This design comes from an exercise in tuning for small area, a short achievable clock period and few clock cycles on the open sky130 flow, not from production work.
At most, simulation tests tie the RTL to the original design; equivalence was not proved.

==> trial 76 <==
==> flow/design.v (excerpt) <==
module crc_channel (
    input  wire        clk,
    input  wire        rst,             
    input  wire        cmd_go,
    input  wire [2:0]  cmd_set,
    input  wire        cmd_expect_en,
    input  wire [31:0] cmd_len,
    input  wire [63:0] cmd_exp,
    input  wire        cmd_terminate,
    input  wire        in_valid,
    output wire        in_ready,
    input  wire [63:0] in_data,
    output reg         done,
    output wire [1:0]  state,
    output reg  [7:0]  code,
    output reg         match,
    output reg  [63:0] result
);
clock: 20.0 ns
lec_check: 0
cap_margin: 20
core_margin: 2
core_utilization: 40
slew_margin: 20
synth_hierarchical: 1
standard.sh (not shown) runs the stock make flow with config.mk's settings and CLKGATE_MAP_FILE= SYNTH_SCRIPT=/design/flow/synth_recipe.tcl, a recipe that flattens the netlist after the stock synthesis.
==> flow/flow/run.sh <==
#!/bin/bash
# The standard layout (standard.sh: standard synthesis, floorplan, placement,
# CTS, routing, finish), with one change: the buffers that buffer_ports puts on
# every input and output port are sky130_fd_sc_hd__buf_2 cells instead of the
# cell buffer_ports picks by itself (clkdlybuf4s50_1, a delay cell).
# make's full output goes to flow_make.log here; each ORFS step also writes its
# own log under orfs/logs/.
set -euo pipefail
bash standard.sh 'BUFFER_PORTS_ARGS=-buffer_cell sky130_fd_sc_hd__buf_2' finish > flow_make.log 2>&1
==> inputs of build 37, as changes to trial 76 <==
--- a/flow/design.v
+++ b/flow/design.v
@@ -24,27 +24,28 @@
     reg        st_q;        
     reg        rdy_q;       
     reg        valid_q;     
     reg        pend_q;      
     reg        first_q;     
     reg        nb_q;        
     reg [4:0]  sel_q;       
     reg [2:0]  k_q;         
-    reg [7:0]  mask_q;      
+    reg [7:0]  mh_q;        
+    reg [6:0]  mt_q;        
+    reg        rj_q;        
+    reg        z_q;         
     reg        exp_en_q;
     reg [63:0] xexp_q;      
     reg [31:3] rem_q;       
-    reg [63:0] head_q;      
-    reg [55:0] tail_q;      
+    reg [63:0] rot_q;       
     reg [63:0] crc_q;       
     wire       idle    = !run_q;
     wire       invalid = cmd_set[2] & (cmd_set[1] | cmd_set[0]);
     wire       len0    = (cmd_len == 32'd0);
-    wire       len_le8 = (cmd_len[31:4] == 28'd0) && !(cmd_len[3] && cmd_len[2:0] != 3'd0);
     wire       start   = idle && cmd_go && !invalid && !len0;
     wire       take    = in_valid && rdy_q;
     wire       proc    = run_q && valid_q;
     wire       knz     = (k_q != 3'd0);
     wire       last    = (rem_q[31:4] == 28'd0) && !(rem_q[3] && knz);
     wire       gt16    = (rem_q[31:5] != 27'd0) || (rem_q[4] && (rem_q[3] || knz));
     wire [4:0] sel_in  = (cmd_set == 3'd0) ? 5'b00001 :
                          (cmd_set == 3'd1) ? 5'b00010 :
@@ -52,34 +53,36 @@
                          (cmd_set == 3'd3) ? 5'b01000 : 5'b10000;
     wire [2:0]   kin    = run_q ? k_q : cmd_len[2:0];
     wire [4:0]   sel_fb = idle ? sel_in : (nb_q ? sel_q : 5'b00000);    
     wire [63:0]  inv_in = {32'h0, {16{sel_fb[0] | sel_fb[1]}}, {8{sel_fb[0] | sel_fb[1] | sel_fb[2]}},
                            {8{sel_fb[0] | sel_fb[1] | sel_fb[2] | sel_fb[3]}}};
     wire [63:0]  d_in   = in_data ^ inv_in;
     wire [127:0] dd     = {d_in, d_in};
     wire [63:0]  rot_in = dd >> {kin, 3'b000};
-    wire [7:0]   m_in;
-    wire [63:0]  head_in, tail_in;
+    wire [63:0]  head, tail;
     genvar gj;
     generate
         for (gj = 0; gj < 8; gj = gj + 1) begin : g_win
-            assign head_in[8*gj +: 8] = m_in[gj] ? rot_in[8*gj +: 8] : 8'h00;
-            assign tail_in[8*gj +: 8] = m_in[gj] ? 8'h00 : rot_in[8*gj +: 8];
+            assign head[8*gj +: 8] = rot_q[8*gj +: 8] & {8{mh_q[gj]}};
+        end
+        for (gj = 0; gj < 7; gj = gj + 1) begin : g_tail
+            assign tail[8*gj +: 8] = rot_q[8*gj +: 8] & {8{mt_q[gj]}};
         end
     endgenerate
-    wire [63:0]  x = head_q ^ crc_q;
+    assign tail[63:56] = 8'h00;
+    wire [63:0]  x = head ^ crc_q;
     wire [63:0]  ovf = ({64{sel_q[0] & (k_q == 3'd1)}} & 64'h0000000000FFFFFF) |
                        ({64{sel_q[0] & (k_q == 3'd2)}} & 64'h000000000000FFFF) |
                        ({64{sel_q[0] & (k_q == 3'd3)}} & 64'h00000000000000FF) |
                        ({64{sel_q[1] & (k_q == 3'd1)}} & 64'h0000000000FFFFFF) |
                        ({64{sel_q[1] & (k_q == 3'd2)}} & 64'h000000000000FFFF) |
                        ({64{sel_q[1] & (k_q == 3'd3)}} & 64'h00000000000000FF) |
                        ({64{sel_q[2] & (k_q == 3'd1)}} & 64'h00000000000000FF);
-    wire [63:0]  add_new = last ? (first_q ? ovf : 64'h0) : {8'h00, tail_q};
+    wire [63:0]  add_new = last ? (first_q ? ovf : 64'h0) : tail;
     wire c0;
     crc_x2 u_c0 (.a(x[12]), .b(x[13]), .y(c0));
     wire c1;
     crc_x2 u_c1 (.a(x[18]), .b(x[36]), .y(c1));
     wire c2;
     crc_x2 u_c2 (.a(x[14]), .b(x[42]), .y(c2));
     wire c3;
     crc_x2 u_c3 (.a(x[11]), .b(x[32]), .y(c3));
@@ -3688,35 +3691,40 @@
     assign nat[60] = (sel_q[4] & crc_q[4]);
     assign nat[61] = (sel_q[4] & crc_q[5]);
     assign nat[62] = (sel_q[4] & crc_q[6]);
     assign nat[63] = (sel_q[4] & crc_q[7]);
     wire [63:0] xorout  = {32'h0, {24{sel_q[0] | sel_q[1]}}, {8{sel_q[0] | sel_q[1] | sel_q[3]}}};
     wire [63:0] res_new = nat ^ xorout;
     wire        eq      = (nat == xexp_q);
     wire [63:0] xo_in  = {32'h0, {24{sel_in[0] | sel_in[1]}}, {8{sel_in[0] | sel_in[1] | sel_in[3]}}};
-    wire [2:0]  p_in   = 3'd0 - cmd_len[2:0];
-    wire [7:0]  mask_in;
-    generate
-        for (gj = 0; gj < 8; gj = gj + 1) begin : g_mask
-            assign mask_in[gj] = (gj >= p_in);
-        end
-    endgenerate
-    assign m_in = run_q ? mask_q : mask_in;
+    reg [7:0]   mask_in;
+    always @(*) begin
+        case (cmd_len[2:0])
+            3'd0: mask_in = 8'hFF;
+            3'd1: mask_in = 8'h80;
+            3'd2: mask_in = 8'hC0;
+            3'd3: mask_in = 8'hE0;
+            3'd4: mask_in = 8'hF0;
+            3'd5: mask_in = 8'hF8;
+            3'd6: mask_in = 8'hFC;
+            default: mask_in = 8'hFE;
+        endcase
+    end
     integer i;
     assign in_ready = rdy_q;
     assign state    = {1'b0, st_q};
     always @(posedge clk) begin
-        head_q  <= head_in;
-        tail_q  <= tail_in[55:0];
+        rot_q   <= rot_in;
         valid_q <= take;
         if (idle) begin
             sel_q    <= sel_in;
             k_q      <= cmd_len[2:0];
-            mask_q   <= mask_in;
+            mh_q     <= mask_in;
+            mt_q     <= ~mask_in[6:0];
             exp_en_q <= cmd_expect_en;
             xexp_q   <= cmd_exp ^ xo_in;
             rem_q    <= cmd_len[31:3];
         end else if (proc) begin
             rem_q    <= rem_q - 29'd1;
         end
         if (idle)
             crc_q <= 64'h0;
@@ -3726,36 +3734,36 @@
         nb_q    <= (idle | nb_q) & !take;
     end
     always @(posedge clk) begin
         if (rst) begin
             run_q  <= 1'b0;
             st_q   <= 1'b0;
             rdy_q  <= 1'b1;
             pend_q <= 1'b0;
+            rj_q   <= 1'b0;
+            z_q    <= 1'b0;
             done   <= 1'b0;
             code   <= 8'h00;
             match  <= 1'b0;
             result <= 64'h0;
         end else begin
             done <= 1'b0;
             if (idle) begin
-                rdy_q  <= !(start && in_valid && len_le8);
+                rdy_q  <= 1'b1;
                 pend_q <= 1'b0;
-                if (cmd_go) begin
-                    if (invalid) begin
-                        code <= REJECTED_INVALID;
-                        done <= 1'b1;
-                    end else if (len0) begin
-                        code <= DONE_OK;
-                        done <= 1'b1;
-                    end else begin
-                        run_q <= 1'b1;
-                        st_q   <= 1'b1;
-                    end
+                rj_q   <= cmd_go && invalid;
+                z_q    <= cmd_go && !invalid && len0;
+                if (start) begin
+                    run_q <= 1'b1;
+                    st_q  <= 1'b1;
+                end
+                if (rj_q || z_q) begin
+                    code <= rj_q ? REJECTED_INVALID : DONE_OK;
+                    done <= 1'b1;
                 end
             end else if (cmd_terminate) begin
                 code   <= ABORTED_FAULT;
                 done   <= 1'b1;
                 run_q  <= 1'b0;
                 st_q   <= 1'b0;
                 rdy_q  <= 1'b1;
                 pend_q <= 1'b0;
CORE_UTILIZATION = 50   (was 40)
CTS_BUF_LIST = sky130_fd_sc_hd__clkbuf_8   (was default)
PLACE_DENSITY = 0.7   (was default)
SLEW_MARGIN = 50   (was 20)
==> inputs of trial 15, as changes to trial 76 <==
--- a/flow/design.v
+++ b/flow/design.v
@@ -24,27 +24,28 @@
     reg        st_q;        
     reg        rdy_q;       
     reg        valid_q;     
     reg        pend_q;      
     reg        first_q;     
     reg        nb_q;        
     reg [4:0]  sel_q;       
     reg [2:0]  k_q;         
-    reg [7:0]  mask_q;      
+    reg [7:0]  mh_q;        
+    reg [6:0]  mt_q;        
+    reg        rj_q;        
+    reg        z_q;         
     reg        exp_en_q;
     reg [63:0] xexp_q;      
     reg [31:3] rem_q;       
-    reg [63:0] head_q;      
-    reg [55:0] tail_q;      
+    reg [63:0] rot_q;       
     reg [63:0] crc_q;       
     wire       idle    = !run_q;
     wire       invalid = cmd_set[2] & (cmd_set[1] | cmd_set[0]);
     wire       len0    = (cmd_len == 32'd0);
-    wire       len_le8 = (cmd_len[31:4] == 28'd0) && !(cmd_len[3] && cmd_len[2:0] != 3'd0);
     wire       start   = idle && cmd_go && !invalid && !len0;
     wire       take    = in_valid && rdy_q;
     wire       proc    = run_q && valid_q;
     wire       knz     = (k_q != 3'd0);
     wire       last    = (rem_q[31:4] == 28'd0) && !(rem_q[3] && knz);
     wire       gt16    = (rem_q[31:5] != 27'd0) || (rem_q[4] && (rem_q[3] || knz));
     wire [4:0] sel_in  = (cmd_set == 3'd0) ? 5'b00001 :
                          (cmd_set == 3'd1) ? 5'b00010 :
@@ -52,34 +53,36 @@
                          (cmd_set == 3'd3) ? 5'b01000 : 5'b10000;
     wire [2:0]   kin    = run_q ? k_q : cmd_len[2:0];
     wire [4:0]   sel_fb = idle ? sel_in : (nb_q ? sel_q : 5'b00000);    
     wire [63:0]  inv_in = {32'h0, {16{sel_fb[0] | sel_fb[1]}}, {8{sel_fb[0] | sel_fb[1] | sel_fb[2]}},
                            {8{sel_fb[0] | sel_fb[1] | sel_fb[2] | sel_fb[3]}}};
     wire [63:0]  d_in   = in_data ^ inv_in;
     wire [127:0] dd     = {d_in, d_in};
     wire [63:0]  rot_in = dd >> {kin, 3'b000};
-    wire [7:0]   m_in;
-    wire [63:0]  head_in, tail_in;
+    wire [63:0]  head, tail;
     genvar gj;
     generate
         for (gj = 0; gj < 8; gj = gj + 1) begin : g_win
-            assign head_in[8*gj +: 8] = m_in[gj] ? rot_in[8*gj +: 8] : 8'h00;
-            assign tail_in[8*gj +: 8] = m_in[gj] ? 8'h00 : rot_in[8*gj +: 8];
+            assign head[8*gj +: 8] = rot_q[8*gj +: 8] & {8{mh_q[gj]}};
+        end
+        for (gj = 0; gj < 7; gj = gj + 1) begin : g_tail
+            assign tail[8*gj +: 8] = rot_q[8*gj +: 8] & {8{mt_q[gj]}};
         end
     endgenerate
-    wire [63:0]  x = head_q ^ crc_q;
+    assign tail[63:56] = 8'h00;
+    wire [63:0]  x = head ^ (crc_q & {64{!first_q}});
     wire [63:0]  ovf = ({64{sel_q[0] & (k_q == 3'd1)}} & 64'h0000000000FFFFFF) |
                        ({64{sel_q[0] & (k_q == 3'd2)}} & 64'h000000000000FFFF) |
                        ({64{sel_q[0] & (k_q == 3'd3)}} & 64'h00000000000000FF) |
                        ({64{sel_q[1] & (k_q == 3'd1)}} & 64'h0000000000FFFFFF) |
                        ({64{sel_q[1] & (k_q == 3'd2)}} & 64'h000000000000FFFF) |
                        ({64{sel_q[1] & (k_q == 3'd3)}} & 64'h00000000000000FF) |
                        ({64{sel_q[2] & (k_q == 3'd1)}} & 64'h00000000000000FF);
-    wire [63:0]  add_new = last ? (first_q ? ovf : 64'h0) : {8'h00, tail_q};
+    wire [63:0]  add_new = last ? (first_q ? ovf : 64'h0) : tail;
     wire c0;
     crc_x2 u_c0 (.a(x[12]), .b(x[13]), .y(c0));
     wire c1;
     crc_x2 u_c1 (.a(x[18]), .b(x[36]), .y(c1));
     wire c2;
     crc_x2 u_c2 (.a(x[14]), .b(x[42]), .y(c2));
     wire c3;
     crc_x2 u_c3 (.a(x[11]), .b(x[32]), .y(c3));
@@ -3688,74 +3691,77 @@
     assign nat[60] = (sel_q[4] & crc_q[4]);
     assign nat[61] = (sel_q[4] & crc_q[5]);
     assign nat[62] = (sel_q[4] & crc_q[6]);
     assign nat[63] = (sel_q[4] & crc_q[7]);
     wire [63:0] xorout  = {32'h0, {24{sel_q[0] | sel_q[1]}}, {8{sel_q[0] | sel_q[1] | sel_q[3]}}};
     wire [63:0] res_new = nat ^ xorout;
     wire        eq      = (nat == xexp_q);
     wire [63:0] xo_in  = {32'h0, {24{sel_in[0] | sel_in[1]}}, {8{sel_in[0] | sel_in[1] | sel_in[3]}}};
-    wire [2:0]  p_in   = 3'd0 - cmd_len[2:0];
-    wire [7:0]  mask_in;
-    generate
-        for (gj = 0; gj < 8; gj = gj + 1) begin : g_mask
-            assign mask_in[gj] = (gj >= p_in);
-        end
-    endgenerate
-    assign m_in = run_q ? mask_q : mask_in;
+    reg [7:0]   mask_in;
+    always @(*) begin
+        case (cmd_len[2:0])
+            3'd0: mask_in = 8'hFF;
+            3'd1: mask_in = 8'h80;
+            3'd2: mask_in = 8'hC0;
+            3'd3: mask_in = 8'hE0;
+            3'd4: mask_in = 8'hF0;
+            3'd5: mask_in = 8'hF8;
+            3'd6: mask_in = 8'hFC;
+            default: mask_in = 8'hFE;
+        endcase
+    end
     integer i;
     assign in_ready = rdy_q;
     assign state    = {1'b0, st_q};
     always @(posedge clk) begin
-        head_q  <= head_in;
-        tail_q  <= tail_in[55:0];
+        rot_q   <= rot_in;
         valid_q <= take;
         if (idle) begin
             sel_q    <= sel_in;
             k_q      <= cmd_len[2:0];
-            mask_q   <= mask_in;
+            mh_q     <= mask_in;
+            mt_q     <= ~mask_in[6:0];
             exp_en_q <= cmd_expect_en;
             xexp_q   <= cmd_exp ^ xo_in;
             rem_q    <= cmd_len[31:3];
         end else if (proc) begin
             rem_q    <= rem_q - 29'd1;
         end
-        if (idle)
-            crc_q <= 64'h0;
-        else if (proc)
+        if (proc)
             crc_q <= st_new ^ add_new;
         first_q <= idle ? 1'b1 : (proc ? 1'b0 : first_q);
         nb_q    <= (idle | nb_q) & !take;
     end
     always @(posedge clk) begin
         if (rst) begin
             run_q  <= 1'b0;
             st_q   <= 1'b0;
             rdy_q  <= 1'b1;
             pend_q <= 1'b0;
+            rj_q   <= 1'b0;
+            z_q    <= 1'b0;
             done   <= 1'b0;
             code   <= 8'h00;
             match  <= 1'b0;
             result <= 64'h0;
         end else begin
             done <= 1'b0;
             if (idle) begin
-                rdy_q  <= !(start && in_valid && len_le8);
+                rdy_q  <= 1'b1;
                 pend_q <= 1'b0;
-                if (cmd_go) begin
-                    if (invalid) begin
-                        code <= REJECTED_INVALID;
-                        done <= 1'b1;
-                    end else if (len0) begin
-                        code <= DONE_OK;
-                        done <= 1'b1;
-                    end else begin
-                        run_q <= 1'b1;
-                        st_q   <= 1'b1;
-                    end
+                rj_q   <= cmd_go && invalid;
+                z_q    <= cmd_go && !invalid && len0;
+                if (start) begin
+                    run_q <= 1'b1;
+                    st_q  <= 1'b1;
+                end
+                if (rj_q || z_q) begin
+                    code <= rj_q ? REJECTED_INVALID : DONE_OK;
+                    done <= 1'b1;
                 end
             end else if (cmd_terminate) begin
                 code   <= ABORTED_FAULT;
                 done   <= 1'b1;
                 run_q  <= 1'b0;
                 st_q   <= 1'b0;
                 rdy_q  <= 1'b1;
                 pend_q <= 1'b0;
CTS_BUF_LIST = sky130_fd_sc_hd__clkbuf_8   (was default)
SLEW_MARGIN = 65   (was 20)
==> flow_summary.json <==
{
  "synthCells": 3656,
  "cp_max_fo": 30,
  "status": "complete, no violations",
  "yosysSeqAreaShare": 0.247,
  "arrival_ps": 6340,
  "clkCellAreaFrac": 0.0301,
  "grt_max_degree": 76,
  "drt_iter0_markers": 4406,
  "slowest_delay_ps": 500,
  "synthXorXnorAreaFrac": 0.526,
  "dp_hpwl_mm": 164,
  "fin_skew_ps": 67.4,
  "grtUsageMet3": 0.208,
  "core_sq_mm": 0.0824,
  "taps": 1070,
  "numCtsBuffers": 57
}
[end of results for trial 15]
==> flow_summary.json <==
{
  "synthCells": 3819,
  "status": "complete, no violations",
  "grtUsageMet3": 0.326,
  "yosysSeqAreaShare": 0.228,
  "fin_skew_ps": 34.6,
  "numCtsBuffers": 50,
  "cp_max_fo": 33,
  "synth.mux.area_fraction": 0.0392,
  "yosys-top-cells-area": "xor2_1 49%, dfxtp_1 13%, edfxtp_1 10%, xnor2_1 3.5%, nand2_1 3.3%",
  "drt_iter0_markers": 6145,
  "slowest_delay_ps": 470,
  "core_sq_mm": 0.0659,
  "taps": 864,
  "synthXorXnorAreaFrac": 0.522,
  "synth_top_family_by_area": "XOR/XNOR gates",
  "dp_hpwl_mm": 146
}
[end of results for build 37]
==> flow_summary.json <==
{
  "clkCellAreaFrac": 0.0317,
  "dp_hpwl_mm": 168,
  "status": "complete, no violations",
  "core_sq_mm": 0.0851,
  "arrival_ps": 6930,
  "drt_iter0_markers": 5326,
  "synthXorXnorAreaFrac": 0.508,
  "cp_max_fo": 10,
  "yosysSeqAreaShare": 0.245,
  "grtUsageMet3": 0.183
}
[end of results for trial 76]
Testbench counts of build 37, summed over its fixed seeds: cycles 18,581.
For trial 76 and trial 15, only the layout was checked, not whether the RTL still works.

static timing again, ports no longer ideal:
Ports are ideal in the flow. The routed layouts listed here were re-timed in OpenROAD. Step 1 assumes that a clkbuf_16 drives the clock port and a buf_2 every other input. Step 2 adds t to the input delays and takes it off the output delays; t is the mean of the earliest and latest rising clock arrival at the registers after step 1. Input paths then give back, and output paths get back, about the clock's delay inside the block. a / b / c = no drivers / after step 1 / after step 2; a / b = the first two.
run	t, ns	slack for setup (ns)	worst hold slack (ns)	worst data-port slew with drivers (ns)	cell pins on the clock port's net
trial 76	0.613	13.473 / 13.473 / 13.025	0.448 / 0.448 / 0.448	0.07	1
build 37	0.663	14.371 / 14.347 / 13.684	0.455 / 0.455 / 0.455	0.08	1
trial 15	0.780	14.255 / 14.280 / 13.500	0.444 / 0.444 / 0.444	0.08	1
After both steps setup and hold are still met in every run listed. For trial 15, which loses most, drivers alone change the setup slack by +0.025 ns; drivers and shift together by -0.755 ns.
